This design comes from an exercise in tuning for small area and a short achievable clock period on the open sky130 flow, not from production work. The RTL was checked by simulation tests, not by an equivalence proof against the original design. In every run shown here, the design's own scripts or RTL, not TritonCTS, make the clock network. The clock port is modelled as an ideal driver, which makes a skipped or thinned clock tree look cheaper than it is; a real chip needs a root buffer or a tree.

## flow/flow/run.sh

```bash
#!/bin/bash
# Layout: the standard ORFS flow (standard.sh), with these changes:
#  - every port gets a plain buf_1 as its port buffer;
#  - clock tree: two short levels of clock buffers (flow/cts_manual.tcl,
#    8 leaf buffers under 2 root buffers);
#  - the timing repair after CTS and after global routing aims for a setup
#    slack margin of 8.7 ns.
#  Placement settings: PLACE_DENSITY=0.7. Repair settings: none.
# Each make call's output goes to its own make_*.log; ORFS keeps each tool's
# log under orfs/logs/.
set -euo pipefail
H=$PWD
B="BUFFER_PORTS_ARGS=-buffer_cell sky130_fd_sc_hd__buf_1"
C="PRE_CTS_TCL=$H/flow/cts_manual.tcl"
bash standard.sh "$B" "$C" synth > make_synth.log 2>&1
bash standard.sh "$B" "$C" PLACE_DENSITY=0.7 floorplan place > make_place.log 2>&1
bash standard.sh "$B" "$C" PLACE_DENSITY=0.7 SETUP_SLACK_MARGIN=8.7  cts > make_cts.log 2>&1
bash standard.sh "$B" "$C" PLACE_DENSITY=0.7 SETUP_SLACK_MARGIN=8.7  finish > make_finish.log 2>&1
```

## flow/standard.sh

```bash
#!/bin/bash
# synth_recipe.tcl (not shown) runs the flow's synth.tcl, then flattens the netlist and writes it again
# the make line also repeats each setting of config.mk as NAME=value (left out here)
make -C /OpenROAD-flow-scripts/flow DESIGN_CONFIG=/design/flow/config.mk WORK_HOME=/design/flow/orfs CLKGATE_MAP_FILE= SYNTH_SCRIPT=/design/flow/synth_recipe.tcl "${@:-finish}"
```

## flow/constraint.sdc

```tcl
create_clock -name core_clock -period 12.0 [get_ports {clk}]
set_input_delay 2.4000 -clock core_clock [delete_from_list [all_inputs] [get_ports {clk}]]
set_output_delay 2.4000 -clock core_clock [all_outputs]
set_load 0.01 [all_outputs]
```

## flow/flow/cts_manual.tcl

```tcl
# Sourced by ORFS's cts.tcl as PRE_CTS_TCL. Replaces clock_tree_synthesis
# with a short two-level clock tree: the registers are split by location
# into NLEAF groups of equal size (halving by x, then by y, ...), each driven
# by a leaf clock buffer at the group's centre; the leaf buffers are split
# the same way into NROOT groups, each driven by a root clock buffer at its
# centre. The clock port feeds only the NROOT root buffers, and every
# register sees exactly one root and one leaf buffer.

proc mcts_split { items n } {
  set groups [list $items]
  set axis 0
  while { [llength $groups] < $n } {
    set ng {}
    foreach g $groups {
      set s [lsort -integer -index $axis $g]
      set h [expr { [llength $s] / 2 }]
      lappend ng [lrange $s 0 [expr { $h - 1 }]] [lrange $s $h end]
    }
    set groups $ng
    set axis [expr { 1 - $axis }]
  }
  return $groups
}

proc mcts_drive { block master name in_net group } {
  # group: list of {x y iterm}; returns {cx cy A-iterm}
  set sx 0; set sy 0
  foreach s $group { incr sx [lindex $s 0]; incr sy [lindex $s 1] }
  set n [llength $group]
  set cx [expr { $sx / $n }]
  set cy [expr { $sy / $n }]
  set inst [odb::dbInst_create $block $master $name]
  set net [odb::dbNet_create $block "${name}_net"]
  $net setSigType CLOCK
  [$inst findITerm X] connect $net
  foreach s $group {
    set it [lindex $s 2]
    $it disconnect
    $it connect $net
  }
  $inst setLocation [expr { $cx - [$master getWidth] / 2 }] [expr { $cy - [$master getHeight] / 2 }]
  $inst setPlacementStatus PLACED
  set a [$inst findITerm A]
  $a connect $in_net
  puts "manual_cts: $name drives $n pins at ($cx, $cy)"
  return [list $cx $cy $a]
}

proc manual_cts { } {
  set nleaf 8
  set nroot 2
  if { [info exists ::env(MCTS_NLEAF)] } { set nleaf $::env(MCTS_NLEAF) }
  if { [info exists ::env(MCTS_NROOT)] } { set nroot $::env(MCTS_NROOT) }
  set block [ord::get_db_block]
  set db [ord::get_db]
  set leafcell sky130_fd_sc_hd__clkbuf_16
  set rootcell sky130_fd_sc_hd__clkbuf_16
  if { [info exists ::env(MCTS_LEAF)] } { set leafcell $::env(MCTS_LEAF) }
  if { [info exists ::env(MCTS_ROOT)] } { set rootcell $::env(MCTS_ROOT) }
  set leafm [$db findMaster $leafcell]
  set rootm [$db findMaster $rootcell]
  set clk_net [$block findNet clk]
  set sinks {}
  foreach it [$clk_net getITerms] {
    set bb [[$it getInst] getBBox]
    lappend sinks [list [expr { ([$bb xMin] + [$bb xMax]) / 2 }] \
                        [expr { ([$bb yMin] + [$bb yMax]) / 2 }] $it]
  }
  set leaves {}
  set k 0
  foreach g [mcts_split $sinks $nleaf] {
    lappend leaves [mcts_drive $block $leafm "clkbuf_leaf_$k" $clk_net $g]
    incr k
  }
  set k 0
  foreach g [mcts_split $leaves $nroot] {
    mcts_drive $block $rootm "clkbuf_root_$k" $clk_net $g
    incr k
  }
  $clk_net setSigType CLOCK
  set_propagated_clock [all_clocks]
}

rename clock_tree_synthesis orig_clock_tree_synthesis
proc clock_tree_synthesis { args } {
  manual_cts
}
```

## flow/config.mk

```make
export PLATFORM = sky130hd
export DESIGN_NAME = fehel_flit_rx
export DESIGN_NICKNAME = fehel_flit_rx
export VERILOG_FILES = /design/flow/design.v
export SDC_FILE = /design/flow/constraint.sdc
export NUM_CORES = 4
export LEC_CHECK = 0
export CAP_MARGIN = 20
export CORE_MARGIN = 2
export CORE_UTILIZATION = 55
export SLEW_MARGIN = 20
```

## flow/design.v

```verilog
module fehel_flit_rx (
    input  wire        clk,
    input  wire        rst,
    input  wire        in_valid,
    input  wire [63:0] in_data,
    output reg         res_valid,
    output reg         res_crc_ok,
    output wire        res_ctrl,
    output wire [3:0]  res_err,        
    output wire [4:0]  res_msgs,
    output wire [19:0] res_vc_slots,   
    output wire [11:0] res_fseq,
    output wire [11:0] res_fack
);
    reg  [63:0] u;
    wire [63:0] m_u;
    wire x64 = u[39] ^ u[59];
    wire x65 = u[0] ^ u[56];
    wire x66 = u[46] ^ u[51];
    wire x67 = u[47] ^ u[52];
    wire x68 = u[4] ^ u[58];
    wire x69 = u[8] ^ u[43];
    wire x70 = u[9] ^ u[44];
    wire x71 = u[21] ^ u[26];
    wire x72 = u[15] ^ u[45];
    wire x73 = u[22] ^ u[27];
    wire x74 = u[40] ^ u[60];
    wire x75 = u[41] ^ u[61];
    wire x76 = u[18] ^ u[32];
    wire x77 = u[19] ^ u[33];
    wire x78 = u[20] ^ u[34];
    wire x79 = u[50] ^ u[54];
    wire x80 = u[5] ^ u[12];
    wire x81 = u[48] ^ u[55];
    wire x82 = u[35] ^ u[63];
    wire x83 = u[16] ^ u[53];
    wire x84 = u[6] ^ u[29];
    wire x85 = u[7] ^ u[28];
    wire x86 = u[13] ^ u[49];
    wire x87 = u[10] ^ u[62];
    wire x88 = u[17] ^ u[42];
    wire x89 = u[23] ^ u[30];
    wire x90 = u[24] ^ u[31];
    wire x91 = u[25] ^ x76;
    wire x92 = u[11] ^ x66;
    wire x93 = u[14] ^ u[57];
    wire x94 = u[36] ^ x73;
    wire x95 = x67 ^ x72;
    wire x96 = x64 ^ x68;
    wire x97 = x71 ^ x82;
    wire x98 = u[1] ^ x69;
    wire x99 = u[2] ^ x70;
    wire x100 = u[38] ^ x65;
    wire x101 = x74 ^ x80;
    wire x102 = x77 ^ x79;
    wire x103 = x81 ^ x83;
    wire x104 = u[3] ^ x75;
    wire x105 = u[37] ^ x90;
    wire x106 = u[29] ^ x85;
    wire x107 = u[43] ^ x84;
    wire x108 = u[50] ^ x81;
    wire x109 = u[62] ^ x89;
    wire x110 = u[58] ^ x86;
    wire x111 = u[26] ^ x88;
    wire x112 = u[24] ^ x91;
    wire x113 = u[45] ^ x70;
    wire x114 = u[55] ^ x78;
    wire x115 = u[25] ^ u[42];
    wire x116 = x65 ^ x92;
    wire x117 = u[12] ^ u[37];
    wire x118 = u[10] ^ x100;
    wire x119 = u[7] ^ u[30];
    wire x120 = u[57] ^ x77;
    wire x121 = u[14] ^ x87;
    wire x122 = u[31] ^ x72;
    wire x123 = u[17] ^ x75;
    wire x124 = u[22] ^ u[36];
    wire x125 = x67 ^ x74;
    wire x126 = u[11] ^ u[46];
    wire x127 = u[6] ^ x69;
    wire x128 = u[51] ^ x94;
    wire x129 = u[19] ^ u[63];
    wire x130 = u[27] ^ u[56];
    wire x131 = u[44] ^ x64;
    wire x132 = u[20] ^ x90;
    wire x133 = u[4] ^ u[28];
    wire x134 = u[23] ^ x105;
    wire x135 = u[48] ^ x99;
    wire x136 = x71 ^ x88;
    wire x137 = u[5] ^ u[38];
    wire x138 = u[53] ^ x93;
    wire x139 = x84 ^ x96;
    wire x140 = u[16] ^ u[59];
    wire x141 = u[32] ^ x101;
    wire x142 = u[34] ^ x87;
    wire x143 = u[54] ^ x83;
    wire x144 = u[5] ^ x82;
    wire x145 = u[49] ^ x68;
    wire x146 = u[13] ^ x78;
    wire x147 = u[28] ^ u[45];
    wire x148 = u[0] ^ u[47];
    wire x149 = u[1] ^ u[11];
    wire x150 = u[6] ^ x85;
    wire x151 = u[16] ^ x93;
    wire x152 = u[40] ^ x80;
    wire x153 = u[3] ^ x103;
    wire x154 = x86 ^ x91;
    wire x155 = x73 ^ x104;
    wire x156 = u[35] ^ x71;
    wire x157 = u[9] ^ x97;
    wire x158 = u[30] ^ x116;
    wire x159 = x94 ^ x95;
    wire x160 = u[31] ^ u[33];
    wire x161 = u[60] ^ x102;
    wire x162 = x66 ^ x78;
    wire x163 = u[12] ^ u[53];
    wire x164 = u[3] ^ u[61];
    wire x165 = u[47] ^ x118;
    wire x166 = u[18] ^ u[25];
    wire x167 = u[42] ^ x65;
    wire x168 = u[26] ^ x107;
    wire x169 = u[39] ^ x108;
    wire x170 = u[56] ^ x68;
    wire x171 = u[52] ^ x66;
    wire x172 = x89 ^ x130;
    wire x173 = u[4] ^ x64;
    wire x174 = u[41] ^ x89;
    wire x175 = x67 ^ x98;
    wire x176 = x85 ^ x114;
    wire x177 = u[57] ^ x69;
    wire x178 = u[37] ^ x133;
    wire x179 = x83 ^ x121;
    wire x180 = u[41] ^ x76;
    wire x181 = u[48] ^ x70;
    wire x182 = u[63] ^ x92;
    wire x183 = x77 ^ x111;
    wire x184 = u[15] ^ x67;
    wire x185 = x145 ^ x161;
    wire x186 = u[8] ^ u[22];
    wire x187 = u[14] ^ x97;
    wire x188 = x65 ^ x125;
    wire x189 = u[40] ^ x79;
    wire x190 = u[23] ^ x95;
    wire x191 = x79 ^ x96;
    wire x192 = u[24] ^ u[47];
    wire x193 = u[1] ^ x86;
    wire x194 = x104 ^ x113;
    wire x195 = u[28] ^ u[46];
    wire x196 = x73 ^ x113;
    wire x197 = x102 ^ x119;
    wire x198 = u[10] ^ u[23];
    wire x199 = u[21] ^ u[35];
    wire x200 = x87 ^ x124;
    wire x201 = u[13] ^ x106;
    wire x202 = u[0] ^ x147;
    wire x203 = u[19] ^ u[21];
    wire x204 = u[10] ^ x82;
    wire x205 = x98 ^ x120;
    wire x206 = u[17] ^ x78;
    wire x207 = u[13] ^ x128;
    wire x208 = u[18] ^ x101;
    wire x209 = u[38] ^ x72;
    wire x210 = x109 ^ x149;
    wire x211 = u[2] ^ x75;
    wire x212 = u[15] ^ x129;
    wire x213 = x131 ^ x211;
    wire x214 = x151 ^ x152;
    wire x215 = u[11] ^ x80;
    wire x216 = u[56] ^ x91;
    wire x217 = x85 ^ x132;
    wire x218 = x128 ^ x216;
    wire x219 = u[52] ^ u[53];
    wire x220 = u[54] ^ x84;
    wire x221 = x101 ^ x134;
    wire x222 = x133 ^ x135;
    wire x223 = u[30] ^ x112;
    wire x224 = x102 ^ x176;
    wire x225 = x110 ^ x138;
    wire x226 = u[8] ^ x115;
    wire x227 = x92 ^ x156;
    wire x228 = x121 ^ x139;
    wire x229 = x106 ^ x114;
    wire x230 = x140 ^ x141;
    wire x231 = u[39] ^ x95;
    wire x232 = u[40] ^ x137;
    wire x233 = u[55] ^ x123;
    wire x234 = x70 ^ x178;
    wire x235 = u[39] ^ x84;
    wire x236 = x100 ^ x183;
    wire x237 = x142 ^ x181;
    wire x238 = x143 ^ x182;
    wire x239 = u[37] ^ x144;
    wire x240 = u[41] ^ x162;
    wire x241 = u[45] ^ x117;
    wire x242 = u[59] ^ u[62];
    wire x243 = u[61] ^ x88;
    wire x244 = x68 ^ x186;
    wire x245 = x143 ^ x146;
    wire x246 = u[7] ^ u[31];
    wire x247 = u[14] ^ x126;
    wire x248 = u[15] ^ u[27];
    wire x249 = u[42] ^ u[49];
    wire x250 = u[57] ^ x98;
    wire x251 = u[12] ^ x147;
    wire x252 = u[16] ^ x110;
    wire x253 = u[25] ^ x79;
    wire x254 = x127 ^ x160;
    wire x255 = u[29] ^ x111;
    wire x256 = u[59] ^ x76;
    wire x257 = u[2] ^ x69;
    wire x258 = u[27] ^ x95;
    wire x259 = u[26] ^ x146;
    wire x260 = u[31] ^ x83;
    wire x261 = x125 ^ x196;
    wire x262 = u[13] ^ u[58];
    wire x263 = u[19] ^ u[43];
    wire x264 = u[20] ^ x115;
    wire x265 = u[44] ^ x95;
    wire x266 = u[7] ^ x64;
    wire x267 = u[60] ^ x103;
    wire x268 = u[8] ^ u[32];
    wire x269 = u[34] ^ u[39];
    wire x270 = u[46] ^ u[54];
    wire x271 = u[49] ^ x150;
    wire x272 = x198 ^ x269;
    wire x273 = u[9] ^ u[18];
    wire x274 = u[35] ^ u[53];
    wire x275 = x75 ^ x126;
    wire x276 = x108 ^ x200;
    wire x277 = u[36] ^ x116;
    wire x278 = u[58] ^ x117;
    wire x279 = u[20] ^ x88;
    wire x280 = u[63] ^ x163;
    wire x281 = x81 ^ x166;
    wire x282 = x96 ^ x279;
    wire x283 = x171 ^ x202;
    wire x284 = u[38] ^ x117;
    wire x285 = x109 ^ x159;
    wire x286 = u[47] ^ x204;
    wire x287 = x64 ^ x79;
    wire x288 = x103 ^ x110;
    wire x289 = u[9] ^ x80;
    wire x290 = u[62] ^ x140;
    wire x291 = x112 ^ x123;
    wire x292 = u[6] ^ x166;
    wire x293 = u[50] ^ x87;
    wire x294 = u[63] ^ x73;
    wire x295 = u[17] ^ u[57];
    wire x296 = u[38] ^ x86;
    wire x297 = u[0] ^ x122;
    wire x298 = x80 ^ x118;
    wire x299 = u[44] ^ x184;
    wire x300 = u[60] ^ x76;
    wire x301 = u[61] ^ x99;
    wire x302 = x193 ^ x301;
    wire x303 = x72 ^ x81;
    wire x304 = x99 ^ x109;
    wire x305 = u[58] ^ x78;
    wire x306 = x105 ^ x173;
    wire x307 = x115 ^ x205;
    wire x308 = u[62] ^ x135;
    wire x309 = u[37] ^ x157;
    wire x310 = x74 ^ x154;
    wire x311 = u[22] ^ x98;
    wire x312 = u[7] ^ x155;
    wire x313 = u[51] ^ x167;
    wire x314 = u[33] ^ x74;
    wire x315 = u[2] ^ u[29];
    wire x316 = u[34] ^ x74;
    wire x317 = x64 ^ x94;
    wire x318 = x93 ^ x131;
    wire x319 = x93 ^ x170;
    wire x320 = x209 ^ x168;
    wire x321 = x169 ^ x208;
    wire x322 = x210 ^ x319;
    wire x323 = x207 ^ x320;
    wire x324 = x321 ^ x322;
    wire x325 = x323 ^ x324;
    wire x326 = x105 ^ x110;
    wire x327 = x150 ^ x171;
    wire x328 = x172 ^ x212;
    wire x329 = x213 ^ x214;
    wire x330 = x326 ^ x327;
    wire x331 = x328 ^ x329;
    wire x332 = x330 ^ x331;
    wire x333 = x111 ^ x173;
    wire x334 = x174 ^ x215;
    wire x335 = x153 ^ x175;
    wire x336 = x217 ^ x333;
    wire x337 = x334 ^ x218;
    wire x338 = x335 ^ x336;
    wire x339 = x337 ^ x338;
    wire x340 = x69 ^ x130;
    wire x341 = x219 ^ x120;
    wire x342 = x136 ^ x220;
    wire x343 = x340 ^ x154;
    wire x344 = x341 ^ x342;
    wire x345 = x221 ^ x222;
    wire x346 = x343 ^ x344;
    wire x347 = x345 ^ x346;
    wire x348 = u[10] ^ x137;
    wire x349 = x113 ^ x348;
    wire x350 = x155 ^ x168;
    wire x351 = x225 ^ x349;
    wire x352 = x223 ^ x224;
    wire x353 = x350 ^ x351;
    wire x354 = x352 ^ x353;
    wire x355 = u[44] ^ x122;
    wire x356 = x172 ^ x226;
    wire x357 = x227 ^ x355;
    wire x358 = x356 ^ x224;
    wire x359 = x228 ^ x357;
    wire x360 = x358 ^ x359;
    wire x361 = x90 ^ x177;
    wire x362 = x157 ^ x159;
    wire x363 = x229 ^ x361;
    wire x364 = x158 ^ x230;
    wire x365 = x362 ^ x363;
    wire x366 = x364 ^ x365;
    wire x367 = u[50] ^ x69;
    wire x368 = x160 ^ x91;
    wire x369 = x232 ^ x367;
    wire x370 = x179 ^ x227;
    wire x371 = x231 ^ x233;
    wire x372 = x234 ^ x368;
    wire x373 = x369 ^ x370;
    wire x374 = x371 ^ x372;
    wire x375 = x373 ^ x374;
    wire x376 = x152 ^ x180;
    wire x377 = x235 ^ x159;
    wire x378 = x237 ^ x376;
    wire x379 = x236 ^ x238;
    wire x380 = x377 ^ x378;
    wire x381 = x379 ^ x380;
    wire x382 = x124 ^ x100;
    wire x383 = x106 ^ x111;
    wire x384 = x184 ^ x179;
    wire x385 = x239 ^ x240;
    wire x386 = x382 ^ x383;
    wire x387 = x185 ^ x384;
    wire x388 = x385 ^ x386;
    wire x389 = x387 ^ x388;
    wire x390 = x242 ^ x241;
    wire x391 = x243 ^ x244;
    wire x392 = x187 ^ x188;
    wire x393 = x245 ^ x390;
    wire x394 = x391 ^ x392;
    wire x395 = x393 ^ x394;
    wire x396 = u[45] ^ x163;
    wire x397 = x123 ^ x189;
    wire x398 = x396 ^ x139;
    wire x399 = x157 ^ x397;
    wire x400 = x158 ^ x398;
    wire x401 = x399 ^ x400;
    wire x402 = u[41] ^ u[42];
    wire x403 = u[48] ^ x246;
    wire x404 = x402 ^ x247;
    wire x405 = x403 ^ x118;
    wire x406 = x168 ^ x190;
    wire x407 = x191 ^ x404;
    wire x408 = x405 ^ x406;
    wire x409 = x407 ^ x408;
    wire x410 = x119 ^ x192;
    wire x411 = x248 ^ x249;
    wire x412 = x92 ^ x103;
    wire x413 = x131 ^ x410;
    wire x414 = x411 ^ x141;
    wire x415 = x250 ^ x412;
    wire x416 = x413 ^ x414;
    wire x417 = x415 ^ x416;
    wire x418 = x123 ^ x251;
    wire x419 = x253 ^ x135;
    wire x420 = x188 ^ x252;
    wire x421 = x254 ^ x418;
    wire x422 = x419 ^ x420;
    wire x423 = x421 ^ x422;
    wire x424 = u[7] ^ x66;
    wire x425 = x108 ^ x138;
    wire x426 = x142 ^ x193;
    wire x427 = x256 ^ x424;
    wire x428 = x194 ^ x255;
    wire x429 = x425 ^ x426;
    wire x430 = x427 ^ x428;
    wire x431 = x429 ^ x430;
    wire x432 = u[18] ^ u[42];
    wire x433 = x82 ^ x432;
    wire x434 = x121 ^ x257;
    wire x435 = x433 ^ x258;
    wire x436 = x434 ^ x158;
    wire x437 = x185 ^ x435;
    wire x438 = x436 ^ x437;
    wire x439 = u[14] ^ u[18];
    wire x440 = x129 ^ x164;
    wire x441 = x195 ^ x439;
    wire x442 = x100 ^ x109;
    wire x443 = x260 ^ x440;
    wire x444 = x441 ^ x139;
    wire x445 = x259 ^ x442;
    wire x446 = x443 ^ x261;
    wire x447 = x444 ^ x445;
    wire x448 = x446 ^ x447;
    wire x449 = x79 ^ x124;
    wire x450 = x163 ^ x262;
    wire x451 = x263 ^ x92;
    wire x452 = x97 ^ x132;
    wire x453 = x150 ^ x256;
    wire x454 = x449 ^ x450;
    wire x455 = x233 ^ x451;
    wire x456 = x452 ^ x453;
    wire x457 = x454 ^ x165;
    wire x458 = x455 ^ x456;
    wire x459 = x457 ^ x458;
    wire x460 = u[32] ^ u[37];
    wire x461 = u[59] ^ x68;
    wire x462 = x71 ^ x460;
    wire x463 = x127 ^ x232;
    wire x464 = x264 ^ x461;
    wire x465 = x462 ^ x197;
    wire x466 = x265 ^ x463;
    wire x467 = x464 ^ x465;
    wire x468 = x466 ^ x467;
    wire x469 = x71 ^ x137;
    wire x470 = x266 ^ x469;
    wire x471 = x196 ^ x240;
    wire x472 = x254 ^ x267;
    wire x473 = x470 ^ x471;
    wire x474 = x472 ^ x473;
    wire x475 = u[56] ^ x199;
    wire x476 = x268 ^ x270;
    wire x477 = x243 ^ x272;
    wire x478 = x475 ^ x476;
    wire x479 = x271 ^ x477;
    wire x480 = x478 ^ x261;
    wire x481 = x479 ^ x480;
    wire x482 = u[23] ^ u[33];
    wire x483 = u[40] ^ u[45];
    wire x484 = x192 ^ x273;
    wire x485 = x274 ^ x482;
    wire x486 = x483 ^ x106;
    wire x487 = x177 ^ x275;
    wire x488 = x484 ^ x485;
    wire x489 = x276 ^ x486;
    wire x490 = x487 ^ x488;
    wire x491 = x489 ^ x490;
    wire x492 = u[29] ^ u[49];
    wire x493 = u[54] ^ x129;
    wire x494 = x192 ^ x492;
    wire x495 = x174 ^ x226;
    wire x496 = x278 ^ x493;
    wire x497 = x494 ^ x237;
    wire x498 = x495 ^ x496;
    wire x499 = x277 ^ x497;
    wire x500 = x498 ^ x499;
    wire x501 = u[15] ^ u[49];
    wire x502 = x273 ^ x501;
    wire x503 = x144 ^ x264;
    wire x504 = x502 ^ x128;
    wire x505 = x134 ^ x188;
    wire x506 = x503 ^ x228;
    wire x507 = x504 ^ x505;
    wire x508 = x506 ^ x507;
    wire x509 = u[21] ^ u[51];
    wire x510 = u[52] ^ u[55];
    wire x511 = x65 ^ x73;
    wire x512 = x75 ^ x129;
    wire x513 = x509 ^ x510;
    wire x514 = x96 ^ x241;
    wire x515 = x511 ^ x512;
    wire x516 = x513 ^ x112;
    wire x517 = x179 ^ x201;
    wire x518 = x514 ^ x515;
    wire x519 = x516 ^ x517;
    wire x520 = x518 ^ x519;
    wire x521 = u[27] ^ u[36];
    wire x522 = x521 ^ x102;
    wire x523 = x127 ^ x280;
    wire x524 = x281 ^ x282;
    wire x525 = x283 ^ x522;
    wire x526 = x523 ^ x524;
    wire x527 = x525 ^ x526;
    wire x528 = x78 ^ x126;
    wire x529 = x203 ^ x138;
    wire x530 = x181 ^ x284;
    wire x531 = x528 ^ x191;
    wire x532 = x271 ^ x529;
    wire x533 = x530 ^ x285;
    wire x534 = x531 ^ x532;
    wire x535 = x533 ^ x534;
    wire x536 = u[20] ^ u[21];
    wire x537 = x66 ^ x186;
    wire x538 = x536 ^ x106;
    wire x539 = x209 ^ x287;
    wire x540 = x537 ^ x286;
    wire x541 = x288 ^ x538;
    wire x542 = x539 ^ x221;
    wire x543 = x540 ^ x541;
    wire x544 = x542 ^ x543;
    wire x545 = x71 ^ x270;
    wire x546 = x145 ^ x289;
    wire x547 = x290 ^ x545;
    wire x548 = x250 ^ x258;
    wire x549 = x546 ^ x547;
    wire x550 = x291 ^ x548;
    wire x551 = x549 ^ x550;
    wire x552 = u[5] ^ u[59];
    wire x553 = x148 ^ x195;
    wire x554 = x262 ^ x552;
    wire x555 = x99 ^ x292;
    wire x556 = x293 ^ x294;
    wire x557 = x553 ^ x554;
    wire x558 = x183 ^ x267;
    wire x559 = x555 ^ x556;
    wire x560 = x557 ^ x558;
    wire x561 = x559 ^ x560;
    wire x562 = u[30] ^ x148;
    wire x563 = x164 ^ x295;
    wire x564 = x152 ^ x200;
    wire x565 = x212 ^ x296;
    wire x566 = x562 ^ x563;
    wire x567 = x176 ^ x191;
    wire x568 = x564 ^ x565;
    wire x569 = x566 ^ x567;
    wire x570 = x568 ^ x569;
    wire x571 = u[20] ^ u[30];
    wire x572 = u[41] ^ x140;
    wire x573 = x571 ^ x94;
    wire x574 = x97 ^ x177;
    wire x575 = x284 ^ x572;
    wire x576 = x297 ^ x573;
    wire x577 = x574 ^ x575;
    wire x578 = x576 ^ x577;
    wire x579 = u[62] ^ x76;
    wire x580 = x107 ^ x108;
    wire x581 = x122 ^ x136;
    wire x582 = x579 ^ x214;
    wire x583 = x234 ^ x580;
    wire x584 = x581 ^ x158;
    wire x585 = x582 ^ x583;
    wire x586 = x584 ^ x585;
    wire x587 = u[1] ^ u[17];
    wire x588 = u[31] ^ x66;
    wire x589 = x119 ^ x587;
    wire x590 = x107 ^ x120;
    wire x591 = x180 ^ x294;
    wire x592 = x588 ^ x589;
    wire x593 = x252 ^ x265;
    wire x594 = x590 ^ x591;
    wire x595 = x592 ^ x298;
    wire x596 = x593 ^ x594;
    wire x597 = x595 ^ x596;
    wire x598 = u[4] ^ x66;
    wire x599 = x242 ^ x94;
    wire x600 = x257 ^ x260;
    wire x601 = x598 ^ x141;
    wire x602 = x229 ^ x299;
    wire x603 = x599 ^ x600;
    wire x604 = x236 ^ x601;
    wire x605 = x602 ^ x603;
    wire x606 = x604 ^ x605;
    wire x607 = u[21] ^ u[28];
    wire x608 = u[33] ^ u[48];
    wire x609 = x295 ^ x607;
    wire x610 = x608 ^ x172;
    wire x611 = x235 ^ x300;
    wire x612 = x609 ^ x175;
    wire x613 = x194 ^ x239;
    wire x614 = x245 ^ x610;
    wire x615 = x611 ^ x612;
    wire x616 = x613 ^ x614;
    wire x617 = x615 ^ x616;
    wire x618 = u[43] ^ x80;
    wire x619 = x85 ^ x90;
    wire x620 = x248 ^ x274;
    wire x621 = x136 ^ x272;
    wire x622 = x618 ^ x619;
    wire x623 = x620 ^ x116;
    wire x624 = x161 ^ x621;
    wire x625 = x622 ^ x302;
    wire x626 = x623 ^ x624;
    wire x627 = x625 ^ x626;
    wire x628 = u[2] ^ u[11];
    wire x629 = u[35] ^ u[44];
    wire x630 = x84 ^ x87;
    wire x631 = x164 ^ x628;
    wire x632 = x629 ^ x114;
    wire x633 = x151 ^ x189;
    wire x634 = x251 ^ x630;
    wire x635 = x631 ^ x112;
    wire x636 = x175 ^ x632;
    wire x637 = x633 ^ x634;
    wire x638 = x207 ^ x635;
    wire x639 = x636 ^ x637;
    wire x640 = x638 ^ x639;
    wire x641 = u[3] ^ u[17];
    wire x642 = u[25] ^ u[41];
    wire x643 = x68 ^ x77;
    wire x644 = x117 ^ x219;
    wire x645 = x641 ^ x642;
    wire x646 = x303 ^ x643;
    wire x647 = x644 ^ x645;
    wire x648 = x187 ^ x201;
    wire x649 = x304 ^ x646;
    wire x650 = x647 ^ x277;
    wire x651 = x648 ^ x649;
    wire x652 = x650 ^ x651;
    wire x653 = u[0] ^ x87;
    wire x654 = x249 ^ x125;
    wire x655 = x127 ^ x287;
    wire x656 = x305 ^ x653;
    wire x657 = x134 ^ x153;
    wire x658 = x182 ^ x654;
    wire x659 = x655 ^ x656;
    wire x660 = x657 ^ x658;
    wire x661 = x659 ^ x660;
    wire x662 = u[5] ^ x70;
    wire x663 = x97 ^ x220;
    wire x664 = x266 ^ x662;
    wire x665 = x225 ^ x663;
    wire x666 = x664 ^ x285;
    wire x667 = x291 ^ x665;
    wire x668 = x666 ^ x667;
    wire x669 = x201 ^ x306;
    wire x670 = x238 ^ x298;
    wire x671 = x307 ^ x669;
    wire x672 = x670 ^ x671;
    wire x673 = u[4] ^ u[8];
    wire x674 = x79 ^ x673;
    wire x675 = x206 ^ x674;
    wire x676 = x190 ^ x675;
    wire x677 = x218 ^ x308;
    wire x678 = x676 ^ x677;
    wire x679 = u[5] ^ u[18];
    wire x680 = u[24] ^ u[49];
    wire x681 = x198 ^ x679;
    wire x682 = x680 ^ x120;
    wire x683 = x681 ^ x153;
    wire x684 = x283 ^ x682;
    wire x685 = x309 ^ x683;
    wire x686 = x684 ^ x685;
    wire x687 = u[17] ^ u[24];
    wire x688 = u[26] ^ u[54];
    wire x689 = x86 ^ x87;
    wire x690 = x89 ^ x263;
    wire x691 = x687 ^ x688;
    wire x692 = x101 ^ x138;
    wire x693 = x162 ^ x281;
    wire x694 = x689 ^ x690;
    wire x695 = x691 ^ x231;
    wire x696 = x692 ^ x693;
    wire x697 = x694 ^ x695;
    wire x698 = x696 ^ x697;
    wire x699 = u[19] ^ x130;
    wire x700 = x132 ^ x189;
    wire x701 = x275 ^ x292;
    wire x702 = x699 ^ x187;
    wire x703 = x288 ^ x299;
    wire x704 = x700 ^ x701;
    wire x705 = x702 ^ x703;
    wire x706 = x704 ^ x705;
    wire x707 = x85 ^ x137;
    wire x708 = x148 ^ x149;
    wire x709 = x203 ^ x107;
    wire x710 = x143 ^ x174;
    wire x711 = x707 ^ x708;
    wire x712 = x282 ^ x709;
    wire x713 = x710 ^ x711;
    wire x714 = x310 ^ x712;
    wire x715 = x713 ^ x714;
    wire x716 = u[14] ^ x81;
    wire x717 = x84 ^ x132;
    wire x718 = x136 ^ x716;
    wire x719 = x197 ^ x208;
    wire x720 = x213 ^ x311;
    wire x721 = x717 ^ x718;
    wire x722 = x719 ^ x720;
    wire x723 = x721 ^ x722;
    wire x724 = x203 ^ x114;
    wire x725 = x122 ^ x127;
    wire x726 = x304 ^ x313;
    wire x727 = x724 ^ x725;
    wire x728 = x310 ^ x312;
    wire x729 = x726 ^ x727;
    wire x730 = x728 ^ x729;
    wire x731 = u[4] ^ u[23];
    wire x732 = u[32] ^ u[46];
    wire x733 = u[52] ^ x77;
    wire x734 = x731 ^ x732;
    wire x735 = x97 ^ x151;
    wire x736 = x167 ^ x293;
    wire x737 = x733 ^ x734;
    wire x738 = x194 ^ x217;
    wire x739 = x311 ^ x735;
    wire x740 = x736 ^ x737;
    wire x741 = x738 ^ x739;
    wire x742 = x740 ^ x741;
    wire x743 = u[6] ^ u[8];
    wire x744 = u[14] ^ u[46];
    wire x745 = x743 ^ x744;
    wire x746 = x99 ^ x136;
    wire x747 = x146 ^ x280;
    wire x748 = x314 ^ x745;
    wire x749 = x169 ^ x746;
    wire x750 = x747 ^ x748;
    wire x751 = x165 ^ x223;
    wire x752 = x749 ^ x750;
    wire x753 = x751 ^ x752;
    wire x754 = u[25] ^ u[36];
    wire x755 = u[38] ^ u[55];
    wire x756 = x84 ^ x89;
    wire x757 = x148 ^ x199;
    wire x758 = x246 ^ x754;
    wire x759 = x755 ^ x104;
    wire x760 = x142 ^ x289;
    wire x761 = x756 ^ x757;
    wire x762 = x758 ^ x759;
    wire x763 = x760 ^ x761;
    wire x764 = x185 ^ x762;
    wire x765 = x763 ^ x764;
    wire x766 = u[6] ^ u[61];
    wire x767 = x119 ^ x149;
    wire x768 = x268 ^ x766;
    wire x769 = x144 ^ x767;
    wire x770 = x768 ^ x259;
    wire x771 = x276 ^ x306;
    wire x772 = x313 ^ x769;
    wire x773 = x770 ^ x771;
    wire x774 = x772 ^ x773;
    wire x775 = u[33] ^ u[52];
    wire x776 = x119 ^ x315;
    wire x777 = x775 ^ x122;
    wire x778 = x244 ^ x776;
    wire x779 = x154 ^ x169;
    wire x780 = x777 ^ x778;
    wire x781 = x309 ^ x779;
    wire x782 = x780 ^ x781;
    wire x783 = u[9] ^ u[12];
    wire x784 = x86 ^ x126;
    wire x785 = x783 ^ x142;
    wire x786 = x300 ^ x784;
    wire x787 = x139 ^ x153;
    wire x788 = x205 ^ x297;
    wire x789 = x785 ^ x786;
    wire x790 = x787 ^ x788;
    wire x791 = x789 ^ x790;
    wire x792 = x170 ^ x206;
    wire x793 = x247 ^ x197;
    wire x794 = x286 ^ x792;
    wire x795 = x230 ^ x302;
    wire x796 = x793 ^ x794;
    wire x797 = x795 ^ x796;
    wire x798 = u[40] ^ x89;
    wire x799 = x160 ^ x315;
    wire x800 = x96 ^ x98;
    wire x801 = x156 ^ x206;
    wire x802 = x798 ^ x799;
    wire x803 = x155 ^ x800;
    wire x804 = x801 ^ x802;
    wire x805 = x165 ^ x803;
    wire x806 = x804 ^ x805;
    wire x807 = u[3] ^ u[5];
    wire x808 = u[42] ^ u[57];
    wire x809 = x90 ^ x199;
    wire x810 = x807 ^ x808;
    wire x811 = x180 ^ x316;
    wire x812 = x809 ^ x810;
    wire x813 = x210 ^ x317;
    wire x814 = x811 ^ x812;
    wire x815 = x222 ^ x813;
    wire x816 = x814 ^ x815;
    wire x817 = u[2] ^ x77;
    wire x818 = x115 ^ x124;
    wire x819 = x104 ^ x107;
    wire x820 = x145 ^ x202;
    wire x821 = x204 ^ x817;
    wire x822 = x818 ^ x134;
    wire x823 = x141 ^ x819;
    wire x824 = x820 ^ x821;
    wire x825 = x822 ^ x823;
    wire x826 = x824 ^ x825;
    wire x827 = x162 ^ x167;
    wire x828 = x278 ^ x303;
    wire x829 = x314 ^ x112;
    wire x830 = x318 ^ x827;
    wire x831 = x828 ^ x312;
    wire x832 = x829 ^ x830;
    wire x833 = x831 ^ x832;
    wire x834 = x75 ^ x195;
    wire x835 = x156 ^ x170;
    wire x836 = x290 ^ x296;
    wire x837 = x316 ^ x834;
    wire x838 = x190 ^ x835;
    wire x839 = x836 ^ x837;
    wire x840 = x307 ^ x838;
    wire x841 = x839 ^ x840;
    wire x842 = u[24] ^ u[43];
    wire x843 = u[46] ^ u[50];
    wire x844 = u[60] ^ x75;
    wire x845 = x83 ^ x93;
    wire x846 = x148 ^ x842;
    wire x847 = x843 ^ x144;
    wire x848 = x305 ^ x844;
    wire x849 = x845 ^ x846;
    wire x850 = x255 ^ x317;
    wire x851 = x847 ^ x848;
    wire x852 = x849 ^ x308;
    wire x853 = x850 ^ x851;
    wire x854 = x852 ^ x853;
    wire x855 = u[22] ^ u[29];
    wire x856 = u[55] ^ x86;
    wire x857 = x88 ^ x164;
    wire x858 = x855 ^ x97;
    wire x859 = x178 ^ x215;
    wire x860 = x253 ^ x856;
    wire x861 = x857 ^ x318;
    wire x862 = x858 ^ x859;
    wire x863 = x860 ^ x165;
    wire x864 = x861 ^ x862;
    wire x865 = x863 ^ x864;
    assign m_u[0] = x325;
    assign m_u[1] = x332;
    assign m_u[2] = x339;
    assign m_u[3] = x347;
    assign m_u[4] = x354;
    assign m_u[5] = x360;
    assign m_u[6] = x366;
    assign m_u[7] = x375;
    assign m_u[8] = x381;
    assign m_u[9] = x389;
    assign m_u[10] = x395;
    assign m_u[11] = x401;
    assign m_u[12] = x409;
    assign m_u[13] = x417;
    assign m_u[14] = x423;
    assign m_u[15] = x431;
    assign m_u[16] = x438;
    assign m_u[17] = x448;
    assign m_u[18] = x459;
    assign m_u[19] = x468;
    assign m_u[20] = x474;
    assign m_u[21] = x481;
    assign m_u[22] = x491;
    assign m_u[23] = x500;
    assign m_u[24] = x508;
    assign m_u[25] = x520;
    assign m_u[26] = x527;
    assign m_u[27] = x535;
    assign m_u[28] = x544;
    assign m_u[29] = x551;
    assign m_u[30] = x561;
    assign m_u[31] = x570;
    assign m_u[32] = x578;
    assign m_u[33] = x586;
    assign m_u[34] = x597;
    assign m_u[35] = x606;
    assign m_u[36] = x617;
    assign m_u[37] = x627;
    assign m_u[38] = x640;
    assign m_u[39] = x652;
    assign m_u[40] = x661;
    assign m_u[41] = x668;
    assign m_u[42] = x672;
    assign m_u[43] = x678;
    assign m_u[44] = x686;
    assign m_u[45] = x698;
    assign m_u[46] = x706;
    assign m_u[47] = x715;
    assign m_u[48] = x723;
    assign m_u[49] = x730;
    assign m_u[50] = x742;
    assign m_u[51] = x753;
    assign m_u[52] = x765;
    assign m_u[53] = x774;
    assign m_u[54] = x782;
    assign m_u[55] = x791;
    assign m_u[56] = x797;
    assign m_u[57] = x806;
    assign m_u[58] = x816;
    assign m_u[59] = x826;
    assign m_u[60] = x833;
    assign m_u[61] = x841;
    assign m_u[62] = x854;
    assign m_u[63] = x865;
    reg  [5:0]  beat;
    wire        first = (beat == 6'd0);
    always @(posedge clk) begin
        if (in_valid)
            u <= (m_u | {64{first}}) ^ in_data;
    end
    wire crc_good = &u;
    reg        hdr_ev;     
    reg        slot_ev;    
    reg        last_ev;    
    reg  [7:0] op_r;
    reg  [4:0] len_r;
    wire [5:0] beat_inc   = beat + 6'd1;
    wire       slot_beat  = beat[0] && (beat != 6'd63);
    wire       last_beat  = (beat == 6'd63);
    always @(posedge clk) begin
        op_r    <= in_data[7:0];
        len_r   <= in_data[12:8];
        hdr_ev  <= !rst && in_valid && first;
        slot_ev <= !rst && in_valid && slot_beat;
        last_ev <= !rst && in_valid && last_beat;
        if (rst || in_valid)
            beat <= beat_inc & {6{!rst}};
    end
    reg  [11:0] fseq;
    reg  [11:0] fack;
    reg         ctrl;
    reg         ftype_err;
    wire [3:0]  h_ftype = ~u[63:60];
    wire [4:0]  h_cont  = ~u[35:31];
    wire        h_data  = (h_ftype == 4'h0);
    always @(posedge clk) begin
        if (hdr_ev) begin
            fseq      <= ~u[59:48];
            fack      <= ~u[47:36];
            ctrl      <= (h_ftype == 4'h1);
            ftype_err <= (h_ftype > 4'h1);
        end
    end
    function op_known;
        input [7:0] op;
        begin
            case (op)
                8'h00, 8'h01, 8'h02, 8'h03, 8'h04, 8'h05,
                8'h10, 8'h11, 8'h12, 8'h13, 8'h14, 8'h1F,
                8'h20, 8'h21, 8'h22, 8'h23, 8'h24, 8'h25, 8'h2F,
                8'h30, 8'h31, 8'h32, 8'h33,
                8'h40, 8'h41, 8'h4F: op_known = 1'b1;
                default:             op_known = 1'b0;
            endcase
        end
    endfunction
    function len_ok;
        input [7:0] op;
        input [4:0] len;
        begin
            case (op)
                8'h10, 8'h21, 8'h30: len_ok = (len == 5'd4);
                8'h11, 8'h40:        len_ok = (len == 5'd16);
                8'h12:               len_ok = (len >= 5'd1) && (len <= 5'd16);
                8'h22:               len_ok = (len == 5'd5);
                8'h25, 8'h33:        len_ok = (len <= 5'd16);
                8'h32:               len_ok = (len == 5'd0) || (len == 5'd4);
                default:             len_ok = (len == 5'd0);
            endcase
        end
    endfunction
    reg         walking;
    reg  [4:0]  rem;
    reg         counted;
    reg  [1:0]  cur_vc;
    reg         cont_err;
    reg         opcode_err;
    reg         len_err;
    reg  [4:0]  msgs;
    reg  [4:0]  vc0, vc1, vc2, vc3;
    reg  [4:0]  carry;
    reg  [1:0]  carry_vc;
    wire        rem_nz  = (rem != 5'd0);
    wire        known   = op_known(op_r);
    wire        lok     = len_ok(op_r, len_r);
    wire        has_vc  = (op_r[7:4] != 4'h0);
    wire [1:0]  op_vc   = op_r[5:4] - 2'd1;
    wire        step    = slot_ev && walking;
    wire        s_cont  = step && rem_nz;
    wire        s_msg   = step && !rem_nz && known && lok;
    wire        inc     = (s_cont && counted) || (s_msg && has_vc);
    wire [1:0]  inc_vc  = rem_nz ? cur_vc : op_vc;
    always @(posedge clk) begin
        if (hdr_ev) begin
            walking    <= h_data;
            rem        <= h_data ? h_cont : 5'd0;
            cont_err   <= h_data && (h_cont != carry);
            counted    <= h_data && (h_cont == carry);
            cur_vc     <= carry_vc;
            opcode_err <= 1'b0;
            len_err    <= 1'b0;
            msgs       <= 5'd0;
            vc0        <= 5'd0;
            vc1        <= 5'd0;
            vc2        <= 5'd0;
            vc3        <= 5'd0;
        end else if (step) begin
            if (rem_nz) begin
                rem <= rem - 5'd1;
            end else if (!known) begin
                opcode_err <= 1'b1;
                walking    <= 1'b0;
            end else if (!lok) begin
                len_err    <= 1'b1;
                walking    <= 1'b0;
            end else begin
                rem <= len_r;
                if (op_r != 8'h00)
                    msgs <= msgs + 5'd1;
                counted <= has_vc;
                if (has_vc)
                    cur_vc <= op_vc;
            end
            if (inc && inc_vc == 2'd0) vc0 <= vc0 + 5'd1;
            if (inc && inc_vc == 2'd1) vc1 <= vc1 + 5'd1;
            if (inc && inc_vc == 2'd2) vc2 <= vc2 + 5'd1;
            if (inc && inc_vc == 2'd3) vc3 <= vc3 + 5'd1;
        end
    end
    wire any_err = ftype_err | cont_err | opcode_err | len_err;
    wire carry_ld = last_ev && crc_good && (any_err || !ctrl);
    always @(posedge clk) begin
        res_crc_ok <= crc_good;
        res_valid  <= !rst && last_ev;
        if (rst || carry_ld) begin
            carry    <= (any_err || rst) ? 5'd0 : rem;
            carry_vc <= (any_err || rst) ? 2'd0 : cur_vc;
        end
    end
    assign res_ctrl     = ctrl;
    assign res_err      = {len_err, opcode_err, cont_err, ftype_err};
    assign res_msgs     = msgs;
    assign res_vc_slots = {vc3, vc2, vc1, vc0};
    assign res_fseq     = fseq;
    assign res_fack     = fack;
endmodule
```

==> impl_metrics.toml, run 1 <==
[drt]
drc = 0
via_count = 11010
drt-total-wl_mm = 55.97
via_per_inst = 5.754
postRouteAntennaNets = 0
drt-pass1-iter-count = 5
wire_per_inst_um = 29.26
drt_iter0_drc = 1383

[critical_path]
critPathTopFamily = "XOR/XNOR gates"
path_class = "register to register"
cp_max_fo = 6
cp_num_buf_inv = 0
slowest_stage = "edfxtp_1"
max_stage_delay_ps = 780
end_kind = "register"
crit_path_cell_trace = "xor2_4, xnor2_4, xor2_1, xnor2_1, xnor2_1, xor2_1, nor2_1, xnor2_1"
cp_common_cell = "xnor2_1"
cp_data_required_time_ps = 12110
start_kind = "register"
critPathArrivalTime_ps = 3410

[timing]
max_freq_mhz = 302.6
rsz0062_at_grt = "yes"
fin_crit_ps = 3304
finalCritPeriodShare_pct = 27.54
tightest_slew_ps = 1054
slew_viol_final = 0
relSlewSlack_pct = 29.49
worst_clock_skew_ps = 65.29
setup_tns_ps = 0
hold_violations = 0
finalSetupViolCount = 0

[finish]
fill_cells = 2270
layout-drive-gt1-share_pct = 11.54
area_growth_pct = 11.59
post-route-util_pct = 62.69
final_common_cell = "xnor2_1"
final_cell_mix = "630 x xnor2_1, 174 x xor2_1, 113 x edfxtp_1"
seq_area_mm2 = 0.004330
finalNetCount = 1660
multi_input_area_mm2 = 0.01019
postLayoutCellArea_mm2 = 0.01643

[synth]
synth_top_family_by_area = "XOR/XNOR gates"
async_flop_share_pct = 0
synth_cell_types = 62
synth_area_mm2 = 0.01472
synthSimpleGateAreaFrac_pct = 7.343
synth.net_count = 1543
ys.flop_type = "edfxtp_1"
muxShareOfSynthArea_pct = 0.6459
synth_top_area_share_pct = 38.61
ys_warn_count = 1
synth_fa_ha_area_share_pct = 1.190
postSynthAreaPerCell_um2 = 10.07
synth_edf_count = 113
ys_seq_elements = 159
synthTopCellsByArea = "xnor2_1 39%, edfxtp_1 23%, xor2_1 11%"
synth-compound-area-share_pct = 3.467
ys_seq_area_share_pct = 29.30
yosys.area_share.xor_xnor_pct = 54.30
synth_cells = 1462
synth_top_cell_by_area = "xnor2_1"

[flow_run]
drv_cap = 0

[grt]
grt_max_degree = 63
grt_overflow_total = 0
grt_pass1_wl_mm = 78.33
antenna_found_initial = 1
grtUsageTotal_pct = 39.62
grt_pass1_vias = 10690

[placement]
dp_hpwl_mm = 43.44
finalWeightedCongestion = 1.081
port_buffers = 122
placed_area_mm2 = 0.01539

[clocking]
cts_hold_buf = 0
clk_latency_ps = 370
clkTransAtPathRegs_ps = 90

[floorplan]
start_util_pct = 56.18
die_h_um = 167.6
die-area_mm2 = 0.02809
design.core.area_mm2 = 0.02621
die_w_um = 167.6
rows = 59
boundaryPins = 123

[hold_path]
hp-class = "register to register"

[outcome]
status = "no timing/DRC/antenna violations"
## timing repair
action                     in CTS  in global routing
pin swaps                       4                  2
resized for setup              35                 38
setup endpoints to repair      87                 65
setup buffers                  17                 27
## per-layer routing
layer | up-vias | share of wire, % | routed length (um) | track usage [%]
li1 | 4884 | - | - | -
met1 | 5290 | 39 | 21980 | 52.47
met2 | 665 | 43 | 24120 | 60.60
met3 | 169 | 10 | 5874 | 7.894
met4 | 0 | 7.1 | 3993 | 22.68
met5 | - | 0 | 0 | 0
## synthesized netlist by cell type, drive strengths merged, types with 6 or more instances
cell type,n
nand3,16
a21oi,16
ha,14
xnor3,9
nor2,98
and2,6
inv,41
dfxtp,46
edfxtp,113
nor3,9
o31ai,7
xor2,194
o21ai,8
xnor2,663
nand2,27
clkbuf,34
buf,50
nand4,21
nor2b,7
## flip-flops by register name, summed over array words and instances (netlist names), 2 cells and up, named ones only
| register | cells |
|---|---|
| vc1 | 5 |
| msgs | 5 |
| rem | 5 |
| carry_vc | 2 |
| vc3 | 5 |
| vc0 | 5 |
| beat | 6 |
| vc2 | 5 |
| fack | 12 |
| len_r | 5 |
| carry | 5 |
| op_r | 8 |
| fseq | 12 |
| u | 64 |
| cur_vc | 2 |
## worst register-to-register path, delay by kind of cell, from the launching register on
kind,cells,cell delay [ps]
flops,1,780
xor+xnor,7,2210
simple gates,1,80
## logic make-up (layout without fill, tap and decap cells)
family / Yosys count / after routing
buffers and inverters: 126 / 241
xor gates and xnor gates: 867 / 867
AOI/OAI and AO/OA: 65 / 65
other: 0 / 1
adders and majority gates: 14 / 14
and+or+nand+nor: 222 / 222
DFF: 159 / 159
muxes: 9 / 9
## area by class of cell
class,instances,area share (%)
buffer,10,1.523
sequential,159,26.36
antenna,1,0.01523
timing repair buffer,189,6.549
inverter,42,0.9596
multi-input combinational,1177,62.04
tap,335,2.551
## worst paths after layout
path | start | end | slack (ps) | cells past startpoint
setup / recovery | u[4]$_DFFE_PP_ | u[17]$_DFFE_PP_ | 8700 | 8
setup reg to reg | u[4]$_DFFE_PP_ | u[17]$_DFFE_PP_ | 8700 | 8
hold / removal | msgs[3]$_SDFFE_PP0P_ | msgs[3]$_SDFFE_PP0P_ | 500 | 2
hold reg to reg | msgs[3]$_SDFFE_PP0P_ | msgs[3]$_SDFFE_PP0P_ | 500 | 2
## per-stage QoR
| step | std cells | hold WS, ps | setup WS [ps] |
|---|---|---|---|
| 3_3_place_gp | 1858 | 470.5 | 7673 |
| 6_report | 1913 | 501.9 | 8696 |
| 4_1_cts | 1885 | 507.7 | 8684 |
| 2_1_floorplan | 1462 | 438.7 | 8810 |
| 3_5_place_dp | 1858 | 495.1 | 7648 |
| 5_1_grt | 1912 | 514.5 | 8642 |
==> run 2, diff against run 1 <==
==> flow/flow/run.sh (replaced) <==
#!/bin/bash
# Layout: the standard ORFS flow (standard.sh), with these changes:
#  - every port gets a plain buf_1 as its port buffer;
#  - clock tree: two short levels of clock buffers (flow/cts_manual.tcl,
#    8 leaf buffers under 2 root buffers);
#  - the timing repair after CTS and after global routing aims for a setup
#    slack margin of 8.75 ns.
#  Placement settings: PLACE_DENSITY=0.7. Repair settings: none.
# Each make call's output goes to its own make_*.log; ORFS keeps each tool's
# log under orfs/logs/.
set -euo pipefail
H=$PWD
B="BUFFER_PORTS_ARGS=-buffer_cell sky130_fd_sc_hd__buf_1"
C="PRE_CTS_TCL=$H/flow/cts_manual.tcl"
bash standard.sh "$B" "$C" synth > make_synth.log 2>&1
bash standard.sh "$B" "$C" PLACE_DENSITY=0.7 floorplan place > make_place.log 2>&1
bash standard.sh "$B" "$C" PLACE_DENSITY=0.7 SETUP_SLACK_MARGIN=8.75  cts > make_cts.log 2>&1
bash standard.sh "$B" "$C" PLACE_DENSITY=0.7 SETUP_SLACK_MARGIN=8.75  finish > make_finish.log 2>&1
--- a/flow/config.mk
+++ b/flow/config.mk
@@ -7,5 +7,5 @@
 export LEC_CHECK = 0
 export CAP_MARGIN = 20
 export CORE_MARGIN = 2
-export CORE_UTILIZATION = 55
+export CORE_UTILIZATION = 50
 export SLEW_MARGIN = 20
==> run 2 against run 1 <==
Die area grew 9.8%. Synthesized cell count is the same. Sequential cell count is the same. Critical path type is now register to output port.
==> impl_metrics.toml, run 2 <==
[outcome]
status = "no timing/DRC/antenna violations"

[drt]
wl_met3_mm = 5.517
met2_length_mm = 25.50
top_layer_used = "met4"
via_per_inst = 5.650
wl_met1_mm = 23.35
wire_per_inst_um = 29.83
postRouteAntennaNets = 0
drt_iter0_drc = 1350
drt-total-wl_mm = 59.19
drt-pass1-iter-count = 6
via_count = 11210
drc = 0

[critical_path]
slowest_stage = "edfxtp_1"
critPathTopFamily = "flip-flops"
r2r_cells = 8
critPathArrivalTime_ps = 890
path_class = "register to output port"
max_stage_delay_ps = 390
crit_start = "fseq[6]$_DFFE_PP_"
cp_data_required_time_ps = 9600
worstReg2RegEnd = "u[48]$_DFFE_PP_"
endpoint = "res_fseq[6]"
crit_path_cell_trace = "clkbuf_2"
start_kind = "register"
ff2ff_setup_slack_ps = 8720
r2r_start = "u[43]$_DFFE_PP_"
end_kind = "output port"
crit_cells = 1
cp_max_fo = 1
cp_num_buf_inv = 1

[hold_path]
hp-class = "register to register"

[timing]
setup_tns_ps = 0
relSlewSlack_pct = 38.38
tightest_slew_ps = 915.8
worst_clock_skew_ps = 66.87
worst_slack_ps = 8705
fin_crit_ps = 3295
max_freq_mhz = 303.5
rsz0062_at_grt = "yes"
finalSetupViolCount = 0
finalCritPeriodShare_pct = 27.46
slew_viol_final = 0
hold_violations = 0
fin_hold_ws_ps = 479.1

[clocking]
clkTransAtPathRegs_ps = 120
cts_hold_buf = 0
clk_latency_ps = 370

[finish]
seq_area_mm2 = 0.004350
largest_register_ffs = 64
fin_cells = 1984
post-route-util_pct = 58.29
multi_input_area_mm2 = 0.01029
layout-drive-gt1-share_pct = 16.13
reg_top3 = "u: 64 flops, fack: 12 flops, fseq: 12 flops"
fill_cells = 2639
final_cell_mix = "625 x xnor2_1, 169 x xor2_1, 113 x edfxtp_1"
final_common_cell = "xnor2_1"
area_growth_pct = 14.24
antenna_cells = 0
finalNetCount = 1683
postLayoutCellArea_mm2 = 0.01682
top_register = "u"

[grt]
antenna_found_initial = 0
grt_max_degree = 63
grt_pass1_wl_mm = 82.80
grt_pass1_vias = 11180
grt_overflow_total = 0
grtUsageTotal_pct = 38.32

[placement]
placedCellCount = 1918
placed_area_mm2 = 0.01554
dp_hpwl_mm = 45.16
port_buffers = 122
pre_cts_ws_ps = 7620
finalWeightedCongestion = 1.118

[synth]
postSynthAreaPerCell_um2 = 10.07
synth_cell_types = 62
ys_seq_area_share_pct = 29.30
synth_edf_count = 113
synthTopCellsByArea = "xnor2_1 39%, edfxtp_1 23%, xor2_1 11%"
synth_area_mm2 = 0.01472
async_flop_share_pct = 0
ys_seq_elements = 159
synth_top_area_share_pct = 38.61
yosysMostFrequentCell = "xnor2_1"
ys.flop_type = "edfxtp_1"
synth_common_cells = "649 x xnor2_1, 185 x xor2_1, 113 x edfxtp_1"
synth_cells = 1462
synth_top_cell_by_area = "xnor2_1"
synth.net_count = 1543
ys_warn_count = 1

[floorplan]
die_w_um = 175.6
rows = 62
die_h_um = 175.6
start_util_pct = 51.02
design.core.area_mm2 = 0.02886
boundaryPins = 123
die-area_mm2 = 0.03083

[flow_run]
drv_cap = 0
-- run 2: cell type report --
cell class / instances / area share, %
Buffer: 10 / 1.488
Timing Repair Buffer: 212 / 7.669
Tap cell: 384 / 2.857
Multi-Input combinational cell: 1177 / 61.18
Inverter: 42 / 0.9373
Sequential cell: 159 / 25.86
-- run 2: cell families (layout without fill, tap and decap cells) --
group,count (synthesis),count (layout),share of synthesized area [%]
buf+inv,126,264,3.748
compound gates,65,65,3.467
simple gates,222,222,7.343
xor+xnor,867,867,54.30
mux,9,9,0.6459
fa+ha+maj,14,14,1.190
flops,159,159,29.30
-- run 2: worst min path at each step --
| stage | startpoint | end | cells past startpoint |
|---|---|---|---|
| floorplan | last_ev$_DFF_P_ | res_valid$_DFF_P_ | 1 |
| global placement | msgs[4]$_SDFFE_PP0P_ | msgs[4]$_SDFFE_PP0P_ | 2 |
| detailed placement | msgs[4]$_SDFFE_PP0P_ | msgs[4]$_SDFFE_PP0P_ | 2 |
| CTS | msgs[4]$_SDFFE_PP0P_ | msgs[4]$_SDFFE_PP0P_ | 2 |
| global route | msgs[4]$_SDFFE_PP0P_ | msgs[4]$_SDFFE_PP0P_ | 2 |
| finish | msgs[4]$_SDFFE_PP0P_ | msgs[4]$_SDFFE_PP0P_ | 2 |
-- run 2: what timing repair did --
action,4_1_cts,5_1_grt
resized for setup,75,59
setup endpoints to repair,131,90
setup buffers,31,25
pin swaps,4,3
-- run 2: layer usage --
layer  global-route usage (%)  vias to the layer above
li1                         -                     4930
met3                    6.429                      190
met5                        0                        -
met2                    59.38                      615
met1                    49.88                     5474
met4                    24.07                        0
==> run 3, diff against run 2 <==
--- a/flow/flow/run.sh
+++ b/flow/flow/run.sh
@@ -2,7 +2,7 @@
 # Layout: the standard ORFS flow (standard.sh), with these changes:
 #  - every port gets a plain buf_1 as its port buffer;
 #  - clock tree: two short levels of clock buffers (flow/cts_manual.tcl,
-#    8 leaf buffers under 2 root buffers);
+#    8 leaf buffers under 4 root buffers);
 #  - the timing repair after CTS and after global routing aims for a setup
 #    slack margin of 8.75 ns.
 #  Placement settings: PLACE_DENSITY=0.7. Repair settings: none.
--- a/flow/flow/cts_manual.tcl
+++ b/flow/flow/cts_manual.tcl
@@ -48,7 +48,7 @@
 
 proc manual_cts { } {
   set nleaf 8
-  set nroot 2
+  set nroot 4
   if { [info exists ::env(MCTS_NLEAF)] } { set nleaf $::env(MCTS_NLEAF) }
   if { [info exists ::env(MCTS_NROOT)] } { set nroot $::env(MCTS_NROOT) }
   set block [ord::get_db_block]
--- a/flow/config.mk
+++ b/flow/config.mk
@@ -7,5 +7,5 @@
 export LEC_CHECK = 0
 export CAP_MARGIN = 20
 export CORE_MARGIN = 2
-export CORE_UTILIZATION = 50
+export CORE_UTILIZATION = 45
 export SLEW_MARGIN = 20
==> run 3 against run 2 <==
Design area is 0.45% higher. Cell count is 2.6% higher. Routed wire length is 0.75% lower. Maximum frequency is 0.55% higher. Die area is 11% higher. Worst setup slack better by 18 ps. Critical path depth is 8 higher. First-iteration DRC count is 15% lower. Core utilization is 6.1 points lower. Global-route usage is 4.1 points lower. Critical endpoint is now u[15]$_DFFE_PP_.
==> impl_metrics.toml, run 3 <==
[finish]
area_growth_pct = 14.76
fin_cells = 2035
layout-drive-gt1-share_pct = 14.25
finalNetCount = 1676
multi_input_area_mm2 = 0.01035
largest_register_ffs = 64
fill_cells = 3013
top_register = "u"
final_cell_mix = "622 x xnor2_1, 169 x xor2_1, 113 x edfxtp_1"
final_common_cell = "xnor2_1"
reg_top3 = "u: 64 flops, fack: 12 flops, fseq: 12 flops"
seq_area_mm2 = 0.004334
antenna_cells = 0

[timing]
finalSetupViolCount = 0
worst_slack_ps = 8723
worst_clock_skew_ps = 49.28
tightest_slew_ps = 1141
setup_tns_ps = 0
relSlewSlack_pct = 23.22
rsz0062_at_grt = "yes"
finalCritPeriodShare_pct = 27.31
hold_violations = 0
fin_crit_ps = 3277
slew_viol_final = 0
fin_hold_ws_ps = 469.5
max_freq_mhz = 305.2

[critical_path]
end_kind = "register"
critPathTopFamily = "XOR/XNOR gates"
path_class = "register to register"
cp_common_cell = "xnor2_1"
cp_num_buf_inv = 1
crit_start = "u[42]$_DFFE_PP_"
r2r_start = "u[42]$_DFFE_PP_"
cp_max_fo = 7
critPathArrivalTime_ps = 3330
crit_path_cell_trace = "xor2_1, buf_4, xnor2_2, xnor2_1, xnor2_1, xnor2_1, xnor2_1, nor2_1, xnor2_1"
slowest_stage = "edfxtp_1"
cp_data_required_time_ps = 12050
start_kind = "register"
max_stage_delay_ps = 620

[synth]
synth_cells = 1462
synth_edf_count = 113
synth_top_cell_by_area = "xnor2_1"
yosysMostFrequentCell = "xnor2_1"
async_flop_share_pct = 0
synth_top_area_share_pct = 38.61
ys_seq_area_share_pct = 29.30
postSynthAreaPerCell_um2 = 10.07
synth_common_cells = "649 x xnor2_1, 185 x xor2_1, 113 x edfxtp_1"
ys_seq_elements = 159
synth_cell_types = 62
ys_warn_count = 1
ys.flop_type = "edfxtp_1"
synthTopCellsByArea = "xnor2_1 39%, edfxtp_1 23%, xor2_1 11%"
synth_area_mm2 = 0.01472
synth.net_count = 1543

[drt]
postRouteAntennaNets = 0
via_per_inst = 5.526
drc = 0
wire_per_inst_um = 28.87
via_count = 11250
drt-pass1-iter-count = 5
drt-total-wl_mm = 58.75
drt_iter0_drc = 1145

[floorplan]
die_w_um = 184.9
die_h_um = 184.9
boundaryPins = 123
rows = 66
die-area_mm2 = 0.03418
design.core.area_mm2 = 0.03237
start_util_pct = 45.48

[grt]
grtUsageTotal_pct = 34.17
grt_max_degree = 62
antenna_found_initial = 0
grt_pass1_vias = 10720
grt_overflow_total = 0
grt_pass1_wl_mm = 80.61

[placement]
pre_cts_ws_ps = 7636
finalWeightedCongestion = 1.064
port_buffers = 122
placedCellCount = 1972
dp_hpwl_mm = 44.89

[clocking]
clkTransAtPathRegs_ps = 90
clk_latency_ps = 320

[flow_run]
drv_cap = 0

[hold_path]
hp-class = "register to register"
hp-start = "last_ev$_DFF_P_"

[outcome]
status = "no timing/DRC/antenna violations"
## run 3: cell counts after synthesis
Identical to the previous run, type by type.
## run 3: layout make-up
| type | count | share of cell area [%] |
|---|---|---|
| Buffer | 12 | 1.777 |
| Multi-Input combinational cell | 1177 | 61.24 |
| Timing Repair Buffer | 203 | 7.124 |
| Inverter | 42 | 0.9331 |
| Tap cell | 442 | 3.273 |
| Sequential cell | 159 | 25.65 |
## run 3: worst paths after layout
check	slack, ps	to	cells after the start
worst max register to register	8720	u[15]$_DFFE_PP_	9
worst min-delay path	470	res_valid$_DFF_P_	1
worst max-delay path	8720	u[15]$_DFFE_PP_	9
worst min register to register	470	res_valid$_DFF_P_	1
## run 3: metal layers
metal | up-vias | part of all wire, % | GRT usage, %
li1 | 4917 | - | -
met1 | 5429 | 40 | 44.98
met2 | 716 | 44 | 54.11
met3 | 184 | 9.2 | 5.269
met4 | 0 | 7.0 | 18.16
met5 | - | 0 | 0
## run 3: kinds of logic (layout without fill, tap and decap cells)
family	after synthesis	in the layout	synth area share, %
compound gates	65	65	3.467
simple gates	222	222	7.343
xor+xnor	867	867	54.30
buf+inv	126	257	3.748
flops	159	159	29.30
fa+ha+maj	14	14	1.190
mux	9	9	0.6459
## run 3: timing repair
item,in CTS,in global routing
pin swaps,2,3
endpoints found under the setup margin,97,96
buffers inserted,21,30
hold buffers,0,0
hold endpoints to repair,0,0
resized for setup,44,65
## run 3: per-stage QoR
step | area, um2 | utilization [%]
final | 16900 | 52.20
after global routing | 16900 | 52.20
after CTS | 16360 | 50.53
after detailed placement | 15570 | 48.11
after global placement | 15570 | 48.11
after floorplan | 14720 | -

==> what the ideal ports hide <==
Ports are ideal in the flow. The routed layouts listed here were re-timed in OpenROAD. Step 1 assumes that a clkbuf_16 drives the clock port and a buf_2 every other input. Step 2 also shifts input and output timing later by t, the mid clock arrival at the registers, as if the neighbouring blocks saw the same clock. Three values: ideal ports, drivers, drivers and shift; two values: the first two.
run	t (ns)	setup WS [ns]	hold WS [ns]	pins driven straight from the clock port
run 1	0.412	8.696 / 8.628 / 8.353	0.502 / 0.502 / 0.502	2
run 2	0.416	8.705 / 8.630 / 8.448	0.479 / 0.479 / 0.479	2
run 3	0.408	8.723 / 8.632 / 8.478	0.469 / 0.469 / 0.469	4
After both steps setup and hold are still met in every run listed. The setup slack of run 1, which loses most, moves by -0.068 ns with the drivers and by -0.343 ns with both steps.
